Background: an optimization exercise with open tools, aiming at small area and a short achievable clock period. Do not read the settings as production practice.
Function was checked by simulation only, so behaviour that the tests miss may differ from the original.

== job 5639 ==
## churn_core
module churn_core (
    input              clk,
    input              rst,           
    input              ce,            
    input              start,         
    input      [12:0]  prog_len,      
    input      [31:0]  budget,        
    input              xbank_sat,     
    input      [63:0]  win_dcn,       
    input      [31:0]  win_count,     
    input      [6:0]   position,      
    output             busy,
    output             done,
    output reg [31:0]  last_cycles,
    output             pm_rd,
    output     [11:0]  pm_addr,
    input      [31:0]  pm_data,
    output             x_rd,
    output     [10:0]  x_addr,
    input      [127:0] x_data,
    output             y_rd,
    output     [12:0]  y_addr,
    input      [95:0]  y_data,
    output             z_rd,
    output     [12:0]  z_raddr,
    input      [127:0] z_rdata,
    output     [3:0]   z_we,
    output     [12:0]  z_waddr,
    output     [127:0] z_wdata,
    output             rec_hdr,
    output     [10:0]  rec_words,
    output     [3:0]   rec_flags,
    output     [15:0]  rec_outno,
    output             rec_dat,
    output     [3:0]   rec_mask,
    output     [127:0] rec_data
);
==> flow/config.mk <==
export PLATFORM = sky130hd
export DESIGN_NAME = churn_core
export DESIGN_NICKNAME = churn_core
export VERILOG_FILES = /design/flow/design.v
export SDC_FILE = /design/flow/constraint.sdc
export NUM_CORES = 8
export LEC_CHECK = 0
export CAP_MARGIN = 30
export CORE_MARGIN = 2
export CORE_UTILIZATION = 35
export SLEW_MARGIN = 30
==> flow/constraint.sdc <==
create_clock -name core_clock -period 22.0 [get_ports {clk}]
set_input_delay 4.4000 -clock core_clock [delete_from_list [all_inputs] [get_ports {clk}]]
set_output_delay 4.4000 -clock core_clock [all_outputs]
set_load 0.01 [all_outputs]
standard.sh (not shown) runs the stock make flow with config.mk's settings and CLKGATE_MAP_FILE= SYNTH_SCRIPT=/design/flow/synth_recipe.tcl, a recipe that flattens the netlist after the stock synthesis.
==> flow/flow/run.sh <==
#!/bin/bash
set -euo pipefail
bash standard.sh SETUP_SLACK_MARGIN=11.5 MATCH_CELL_FOOTPRINT=0 \
    'BUFFER_PORTS_ARGS=-buffer_cell sky130_fd_sc_hd__buf_2' finish > standard_flow.log 2>&1
## Diff of input files: job 4660 against job 5639
- a change of CORE_UTILIZATION from 35 to 45
==> comparison <==
In the reports for job 5639 and job 4660, the larger met3 usage belongs to job 4660.
Diff job 5639 -> job 4660: number of multi-input combinational cells in the layout flat, register fraction of the total cell area higher, sequential-to-total area share from yosys stat level, count of clock-buffer cells in the layout now smaller, die footprint moved down.
Worst setup slack after layout | job 4660 above job 5639
First-pass GRT wire length on job 4660 is down relative to job 5639.
Of job 5639 and job 4660, only job 4660 fails to finish with a clean layout.
Going from job 5639 to job 4660, total detailed-routing wirelength saw a decrease.
#### Input delta (job 2283 over job 4660)
- swapping 30 for 20 in SLEW_MARGIN
- swapping 30 for 20 in CAP_MARGIN
- swapping 45 for 35 in CORE_UTILIZATION
==> flow/flow/run.sh <==
#!/bin/bash
set -euo pipefail
bash standard.sh SETUP_SLACK_MARGIN=12 MATCH_CELL_FOOTPRINT=0 \
    'BUFFER_PORTS_ARGS=-buffer_cell sky130_fd_sc_hd__buf_4' finish > standard_flow.log 2>&1
Results
Looking at arrival time of the worst setup path, job 2283 sits 0.02 ns higher than job 4660 does. Side by side, share of the final layout cell area in sequential cells turned out lower in job 2283 than in job 4660. Job 2283 went all the way through the flow, and no timing, DRC or antenna check failed. Relative to job 4660, quantity of gates resized following cts has gone up in job 2283. Non-clock buffer count in the final layout sits higher in job 2283 than in job 4660. Between job 4660 and job 2283, the flow reports full die area increasing by more than a quarter. Job 2283 gives less max-slew violation count than job 4660 did. Taking job 4660 as the reference, in job 2283 number of buffers created by CTS picked up an extra 3.5%, via count has decreased, weighted congestion reported at the end of routability-driven placement -5.1%, starting utilization of the core area lost 10 points.
Changes in job 3822 relative to job 2283:
==> flow/flow/run.sh <==
#!/bin/bash
# Layout: the standard flow (standard synthesis unchanged) in two runs
# of standard.sh. Up to clock tree synthesis the timing repair is asked to
# leave setup slack of SETUP_SLACK_MARGIN ns at the design's own clock
# period and constraints; after it, routing runs as standard (margin 0), so
# its repair only fixes slew, capacitance and real violations. Cells may be
# resized to other footprints, and ports are buffered with buf_4. Each run's
# make output goes to a log of its own; each tool's log is under orfs/logs.
set -euo pipefail
COMMON=(MATCH_CELL_FOOTPRINT=0 'BUFFER_PORTS_ARGS=-buffer_cell sky130_fd_sc_hd__buf_4')
bash standard.sh "${COMMON[@]}" SETUP_SLACK_MARGIN=11.5 cts > standard_to_cts.log 2>&1
bash standard.sh "${COMMON[@]}" SETUP_SLACK_MARGIN=0 finish > standard_finish.log 2>&1
[summary]
Per the comparison of job 3822 with job 2283, sequential cell area barely changed. Job 3822 reports its slowest stage cell on the critical path as xor2_1 while job 2283 reports or4_4. When the final numbers for job 3822 and job 2283 were put side by side, the clock skew turned out to be smaller in job 2283. The final report for job 3822 shows a completed flow and a layout that fails verification, specifically capacitance limit.

Another version of the RTL of churn_core (not shown whole).
Size: ~30,000 cells after synthesis, about 930 I/O pins, roughly 210,000 sq um of cells after synthesis.
export LEC_CHECK = 0
export ABC_AREA = 1
export CAP_MARGIN = 30
export CORE_MARGIN = 2
export CORE_UTILIZATION = 45
export SLEW_MARGIN = 30
create_clock -name core_clock -period 22.0 [get_ports {clk}]
==> flow/flow/run.sh <==
#!/bin/bash
# Layout: the standard flow (standard synthesis unchanged) in two runs
# of standard.sh, both with the timing repair asked to leave setup slack of
# SETUP_SLACK_MARGIN ns at the design's own clock period and constraints,
# free to resize cells to other footprints, and with buf_2 as the port
# buffer. The second run (global and detailed routing, finish) does not
# clone gates, so its repair adds no load that its slew and capacitance
# repair, which runs before it, has not seen. Each run's make output goes to
# a log of its own; each tool's own log is under orfs/logs.
set -euo pipefail
COMMON=(SETUP_SLACK_MARGIN=12 MATCH_CELL_FOOTPRINT=0 'BUFFER_PORTS_ARGS=-buffer_cell sky130_fd_sc_hd__buf_2')
bash standard.sh "${COMMON[@]}" cts > standard_to_cts.log 2>&1
bash standard.sh "${COMMON[@]}" SKIP_GATE_CLONING=1 finish > standard_finish.log 2>&1
Then changed:
- CORE_UTILIZATION: 45 -> 50
The changed run ran to the end with no violations.
Routed wire length decreases by 3.5%.
Die area fell by 9.9%.
Hold slack is better by 0.027 ns.
First-iteration DRC count is higher by about 8%.

-- what the ideal ports hide --
Ports are ideal in the flow. The routed layouts listed here were re-timed in OpenROAD. Step 1, drivers: a clkbuf_16 drives clk and a buf_2 each remaining input, both assumed. Step 2, shift: input delay + t, output delay - t, t = (earliest + latest rising clock arrival at the registers) / 2. This alone moves slack from input paths to output paths. Three values: ideal, step 1, step 2; two values: the first two.
run	t, ns	setup WS [ns]	hold WS [ns]
job 5639	1.087	10.407 / 10.281 / 10.419	0.399 / 0.399 / 0.399
job 4660	1.147	10.496 / 10.352 / 10.431	0.357 / 0.357 / 0.357
job 2283	1.121	10.479 / 10.338 / 10.939	0.389 / 0.389 / 0.389
job 3822	1.110	10.278 / 10.156 / 10.004	0.350 / 0.350 / 0.350
the first run of note 2	1.139	11.838 / 11.684 / 10.836	0.347 / 0.347 / 0.347
the second run of note 2	1.139	11.740 / 11.592 / 10.854	0.374 / 0.374 / 0.374
The setup slack of the first run of note 2, which loses most, moves by -0.154 ns with the drivers and by -1.002 ns with both steps.
